From an optimization exercise on the open Yosys and OpenROAD flow, aimed at small area; shortcuts taken in it are not production practice. Function was checked by simulation only, so behaviour that the tests miss may differ from the original. Power figures rest on the tool's default switching activity, not on a simulated workload.

## rev 12
==> flow/design.v <==
module coulomb_section (
    input  wire               clk,
    input  wire               rst,          
    input  wire               mod_bit,      
    input  wire        [13:0] cal,          
    input  wire               preset,       
    input  wire        [63:0] preset_val,
    output reg                sample_valid,
    output wire signed [31:0] sample,       
    output reg                sample_ovr,
    output wire        [63:0] q_d,          
    output wire        [63:0] q_c           
);
    function automatic [24:0] radd(input [23:0] a, input [23:0] b, input ci);
        integer i;
        reg c;
        begin
            c = ci;
            for (i = 0; i < 24; i = i + 1) begin
                radd[i] = a[i] ^ b[i] ^ c;
                c = (a[i] & b[i]) | (a[i] & c) | (b[i] & c);
            end
            radd[24] = c;
        end
    endfunction
    reg [3:0] p;
    reg [1:0] tk;
    wire p0 = (p == 4'd0);
    wire p9 = (p == 4'd9);
    always @(posedge clk) begin
        if (rst) begin
            p  <= 4'd0;
            tk <= 2'd0;
        end else begin
            p <= p9 ? 4'd0 : radd(p, 24'd0, 1'b1);
            if (p9 && tk != 2'd2) tk <= {tk[0], ~tk[0]};
        end
    end
    reg  [9:0] A0, A1;
    reg  [7:0] A2;
    wire [6:0] w0 = (p == 4'd0) ? 7'd55 :
                     (p == 4'd1) ? 7'd45 :
                     (p == 4'd2) ? 7'd36 :
                     (p == 4'd3) ? 7'd28 :
                     (p == 4'd4) ? 7'd21 :
                     (p == 4'd5) ? 7'd15 :
                     (p == 4'd6) ? 7'd10 :
                     (p == 4'd7) ? 7'd6 :
                     (p == 4'd8) ? 7'd3 :
                     7'd1;
    wire [6:0] w1 = (p == 4'd0) ? 7'd45 :
                     (p == 4'd1) ? 7'd55 :
                     (p == 4'd2) ? 7'd63 :
                     (p == 4'd3) ? 7'd69 :
                     (p == 4'd4) ? 7'd73 :
                     (p == 4'd5) ? 7'd75 :
                     (p == 4'd6) ? 7'd75 :
                     (p == 4'd7) ? 7'd73 :
                     (p == 4'd8) ? 7'd69 :
                     7'd63;
    wire [5:0] w2 = (p == 4'd0) ? 6'd0 :
                     (p == 4'd1) ? 6'd0 :
                     (p == 4'd2) ? 6'd1 :
                     (p == 4'd3) ? 6'd3 :
                     (p == 4'd4) ? 6'd6 :
                     (p == 4'd5) ? 6'd10 :
                     (p == 4'd6) ? 6'd15 :
                     (p == 4'd7) ? 6'd21 :
                     (p == 4'd8) ? 6'd28 :
                     6'd36;
    always @(posedge clk) begin
        if (rst) begin
            A0 <= 10'd0;
            A1 <= 10'h392;                  
            A2 <= 8'd72;                    
        end else begin
            A0 <= radd(p0 ? A1 : A0, mod_bit ? w0 : 7'd0, 1'b0);
            A1 <= radd(p0 ? {2'b10, A2} : A1, mod_bit ? w1 : 7'd0, 1'b0);
            A2 <= radd(p0 ? 8'd12 : A2, mod_bit ? w2 : 6'd0, 1'b0);
        end
    end
    wire        u_neg = A0[9];
    wire [8:0]  u_abs = radd({15'd0, A0[8:0] ^ {9{u_neg}}}, 24'd0, u_neg);
    reg  [8:0]  asr;
    reg         neg_r, aovr_r;
    always @(posedge clk) begin
        if (p0) begin
            asr    <= u_abs;
            neg_r  <= u_neg;
            aovr_r <= (u_abs == 9'd500);
        end else begin
            asr <= {asr[7:0], 1'b0};
        end
    end
    wire ab = asr[8];
    wire pre      = (tk == 2'd0) || (tk == 2'd1 && p <= 4'd1);
    wire pre_last = (tk == 2'd1) && (p == 4'd2);
    wire pre_any  = pre || pre_last;
    wire pre_bit  = (tk == 2'd0) && (p == 4'd1 || p == 4'd2 || p == 4'd4);
    wire fin      = (tk == 2'd2) && p0;
    wire use_a    = ab && !pre_any;
    reg  [13:0] part, r;
    reg  [11:0] H;
    reg  [9:0]  L;
    reg  [3:0]  Kh;
    reg  [9:0]  Kl;
    wire [14:0] t  = radd({part, 1'b0}, use_a ? {1'b0, r} : {14'd0, pre_bit}, 1'b0);
    wire        d1 = radd({9'd0, t}, {10'h3ff, ~cal}, 1'b1) >> 24;           
    wire        d2 = radd({9'd0, t}, {9'h1ff, ~cal, 1'b1}, 1'b1) >> 24;      
    wire [14:0] dc = d2 ? {cal, 1'b0} : d1 ? {1'b0, cal} : 15'd0;
    wire [13:0] part_n = radd({9'd0, t}, ~{9'd0, dc}, 1'b1);
    wire [11:0] v   = radd({L, d1}, use_a ? Kl : 10'd0, d2);
    wire        e1  = (v >= 12'd1000);
    wire        e2  = (v >= 12'd2000);
    wire [10:0] ec  = e2 ? 11'd2000 : e1 ? 11'd1000 : 11'd0;
    wire [9:0]  L_n = radd(v, ~{12'd0, ec}, 1'b1);
    wire [11:0] H_n = radd({H[10:0], e1}, use_a ? Kh : 4'd0, e2);
    always @(posedge clk) begin
        if (rst) begin
            part <= 14'd2441;
            H    <= 12'd0;
            L    <= 10'd0;
        end else if (pre_last || fin) begin
            part <= 14'd0;
            H    <= 12'd0;
            L    <= 10'd0;
        end else begin
            part <= part_n;
            H    <= H_n;
            L    <= L_n;
        end
        if (pre_last) begin
            r  <= part_n;
            Kh <= H_n[3:0];
            Kl <= L_n;
        end
    end
    wire [24:0] hs    = radd(H, ~24'd2000, 1'b1);
    wire        sat   = hs[24];
    wire [10:0] H_eff = sat ? 11'd2000 : H[10:0];
    wire [9:0]  L_eff = sat ? 10'd0 : L;
    reg  [9:0]  rem_d, rem_c;
    wire [10:0] S   = radd(neg_r ? rem_c : rem_d, L_eff, 1'b0);
    wire [24:0] S1  = radd(S, ~24'd1000, 1'b1);
    wire        cR  = S1[24];
    wire [9:0]  R_n = cR ? S1[9:0] : S[9:0];
    wire [12:0] h3 = radd(H_eff, {H_eff, 1'b0}, 1'b0);
    wire [20:0] sx = radd({H_eff, L_eff}, ~{5'd0, h3, 3'b0}, !neg_r);
    reg  [21:0] smp;
    always @(posedge clk) begin
        if (rst) begin
            rem_d <= 10'd0;
            rem_c <= 10'd0;
        end else if (fin) begin
            if (neg_r) rem_c <= R_n;
            else       rem_d <= R_n;
        end
        if (fin) begin
            smp        <= {neg_r, sx ^ {21{neg_r}}};
            sample_ovr <= sat || aovr_r;
        end
        sample_valid <= !rst && (tk == 2'd2) && (p == 4'd4);
    end
    assign sample = {{10{smp[21]}}, smp};
    reg  [64:0] qd_r, qc_r;
    reg         cy_d, cy_c;
    wire        go_d = fin && !neg_r;
    wire        go_c = fin &&  neg_r;
    wire [13:0] sum_d = radd(qd_r[12:0], go_d ? H_eff : 11'd0, p0 ? (go_d && cR) : cy_d);
    wire [13:0] sum_c = radd(qc_r[12:0], go_c ? H_eff : 11'd0, p0 ? (go_c && cR) : cy_c);
    wire        copy  = (tk == 2'd0) && (p <= 4'd4);
    always @(posedge clk) begin
        if (rst) qd_r <= preset ? {1'b0, preset_val} : 65'd0;
        else     qd_r <= {sum_d[12:0], qd_r[64:13]};
        qc_r <= {copy ? qd_r[12:0] : sum_c[12:0], qc_r[64:13]};
        cy_d <= sum_d[13] && (p <= 4'd3);
        cy_c <= sum_c[13] && (p <= 4'd3);
    end
    assign q_d = qd_r[63:0];
    assign q_c = qc_r[63:0];
endmodule
clock: 100.0 ns
lec_check: 0
abc_area: 1
cap_margin: 20
core_margin: 2
core_utilization: 40
place_density: 0.6
slew_margin: 20
standard.sh (not shown) runs the stock make flow with config.mk's settings and CLKGATE_MAP_FILE= SYNTH_SCRIPT=/design/flow/synth_recipe.tcl, a recipe that flattens the netlist after the stock synthesis.
==> flow/flow/run.sh <==
#!/bin/bash
# Own layout flow: the standard flow (standard.sh, all ORFS steps) with
# three changes that only affect how small the layout comes out:
#  1. synthesis is the standard flow's own script (synth_recipe.tcl) with ABC's area
#     script replaced by flow/abc_area.script (registers are mapped before
#     ABC runs, so they are the standard synthesis's, same names and cells);
#  2. port buffers are sky130_fd_sc_hd__buf_1 (every port still gets one);
#  3. clock tree: clkbuf_8 clusters, no dummy loads.
# Each tool's full output is in orfs/logs/ (ORFS's per-step logs) and the
# make output in flow_make.log, all in this work folder.
set -euo pipefail
W=$(pwd)
F=$W/flow

cat > "$W/own_synth.tcl" <<TCL
proc abc {args} {
  set i [lsearch -exact \$args -script]
  if {\$i >= 0} {
    set args [lreplace \$args \$i [expr {\$i + 1}] -script {$F/abc_area.script}]
  }
  yosys abc {*}\$args
}
source {$W/synth_recipe.tcl}
TCL

bash "$W/standard.sh" \
  "SYNTH_SCRIPT=$W/own_synth.tcl" \
  "BUFFER_PORTS_ARGS=-buffer_cell sky130_fd_sc_hd__buf_1" \
  "CTS_ARGS=-sink_clustering_enable -repair_clock_nets -dont_use_dummy_load -buf_list sky130_fd_sc_hd__clkbuf_8 -sink_clustering_size 15 -sink_clustering_max_diameter 100" \
  finish > "$W/flow_make.log" 2>&1
test -s "$W/out/final.def"
==> flow/flow/abc_area.script <==
strash
dc2
dch -f
amap
topo
dnsize -c
### rev 12 -> rev 13
--- a/flow/design.v
+++ b/flow/design.v
@@ -36,40 +36,26 @@
             if (p9 && tk != 2'd2) tk <= {tk[0], ~tk[0]};
         end
     end
     reg  [9:0] A0, A1;
     reg  [7:0] A2;
-    wire [6:0] w0 = (p == 4'd0) ? 7'd55 :
-                     (p == 4'd1) ? 7'd45 :
-                     (p == 4'd2) ? 7'd36 :
-                     (p == 4'd3) ? 7'd28 :
-                     (p == 4'd4) ? 7'd21 :
-                     (p == 4'd5) ? 7'd15 :
-                     (p == 4'd6) ? 7'd10 :
-                     (p == 4'd7) ? 7'd6 :
-                     (p == 4'd8) ? 7'd3 :
-                     7'd1;
-    wire [6:0] w1 = (p == 4'd0) ? 7'd45 :
-                     (p == 4'd1) ? 7'd55 :
-                     (p == 4'd2) ? 7'd63 :
-                     (p == 4'd3) ? 7'd69 :
-                     (p == 4'd4) ? 7'd73 :
-                     (p == 4'd5) ? 7'd75 :
-                     (p == 4'd6) ? 7'd75 :
-                     (p == 4'd7) ? 7'd73 :
-                     (p == 4'd8) ? 7'd69 :
-                     7'd63;
-    wire [5:0] w2 = (p == 4'd0) ? 6'd0 :
-                     (p == 4'd1) ? 6'd0 :
-                     (p == 4'd2) ? 6'd1 :
-                     (p == 4'd3) ? 6'd3 :
-                     (p == 4'd4) ? 6'd6 :
-                     (p == 4'd5) ? 6'd10 :
-                     (p == 4'd6) ? 6'd15 :
-                     (p == 4'd7) ? 6'd21 :
-                     (p == 4'd8) ? 6'd28 :
-                     6'd36;
+    reg  [6:0] w0, w1;
+    reg  [5:0] w2;
+    always @(*) begin
+        case (p)
+            4'd0: begin w0 = 7'd55; w1 = 7'd45; w2 = 6'd0;  end
+            4'd1: begin w0 = 7'd45; w1 = 7'd55; w2 = 6'd0;  end
+            4'd2: begin w0 = 7'd36; w1 = 7'd63; w2 = 6'd1;  end
+            4'd3: begin w0 = 7'd28; w1 = 7'd69; w2 = 6'd3;  end
+            4'd4: begin w0 = 7'd21; w1 = 7'd73; w2 = 6'd6;  end
+            4'd5: begin w0 = 7'd15; w1 = 7'd75; w2 = 6'd10; end
+            4'd6: begin w0 = 7'd10; w1 = 7'd75; w2 = 6'd15; end
+            4'd7: begin w0 = 7'd6;  w1 = 7'd73; w2 = 6'd21; end
+            4'd8: begin w0 = 7'd3;  w1 = 7'd69; w2 = 6'd28; end
+            default: begin w0 = 7'd1; w1 = 7'd63; w2 = 6'd36; end
+        endcase
+    end
     always @(posedge clk) begin
         if (rst) begin
             A0 <= 10'd0;
             A1 <= 10'h392;                  
             A2 <= 8'd72;                    
### Flow results
- Higher relative area change from synthesis to final layout among rev 12 and rev 13: rev 13
- [rev 13 vs rev 12] number of logic inverters in the finished layout: higher in rev 13
- [compare] base=rev 12 new=rev 13: antenna diode count held steady, final standard cell utilization of the core increased 0.15 points, maximum number of pins on one net before global-route repair went up by 1, clock network power share went up by 0.9 points, number of hold violations in the final report shows no meaningful change.
- Looking at launching element of the worst setup path, the cal[1] result is from rev 13; the cal[2] one comes from rev 12.
- Per the comparison of rev 13 with rev 12, number of cells produced by synthesis picked up an extra 17, final critical path time including I/O delays and setup lost 0.070 ns, share of final-layout standard cells stronger than drive strength 1 picked up an extra 0.22 points, area share of xor/xnor cells in the synthesized design neither gained nor lost much, power density over the cells neither gained nor lost much.

## re-timing with driven ports
How much do the figures lean on ideal ports? The routed layouts below were timed once more, with nothing changed but the port constraints.
Step 1 sets driving cells, clkbuf_16 on the clock port and buf_2 on the other inputs (assumed; they add their load-dependent delay and slew).
Step 2 adds t to the input delays and takes it off the output delays; t is the mean of the earliest and latest rising clock arrival at the registers after step 1. Input paths then give back, and output paths get back, about the clock's delay inside the block.
Slacks: no drivers / after step 1 / after step 2; pairs: no drivers / after step 1.
run	t, ns	slack for setup (ns)	worst data-port slew with drivers (ns)
rev 12	0.588	70.585 / 70.607 / 70.020	0.05
rev 13	0.587	70.655 / 70.680 / 70.093	0.05
After both steps setup and hold are still met in every run listed. For rev 12, which loses most, drivers alone change the setup slack by +0.022 ns; drivers and shift together by -0.565 ns.
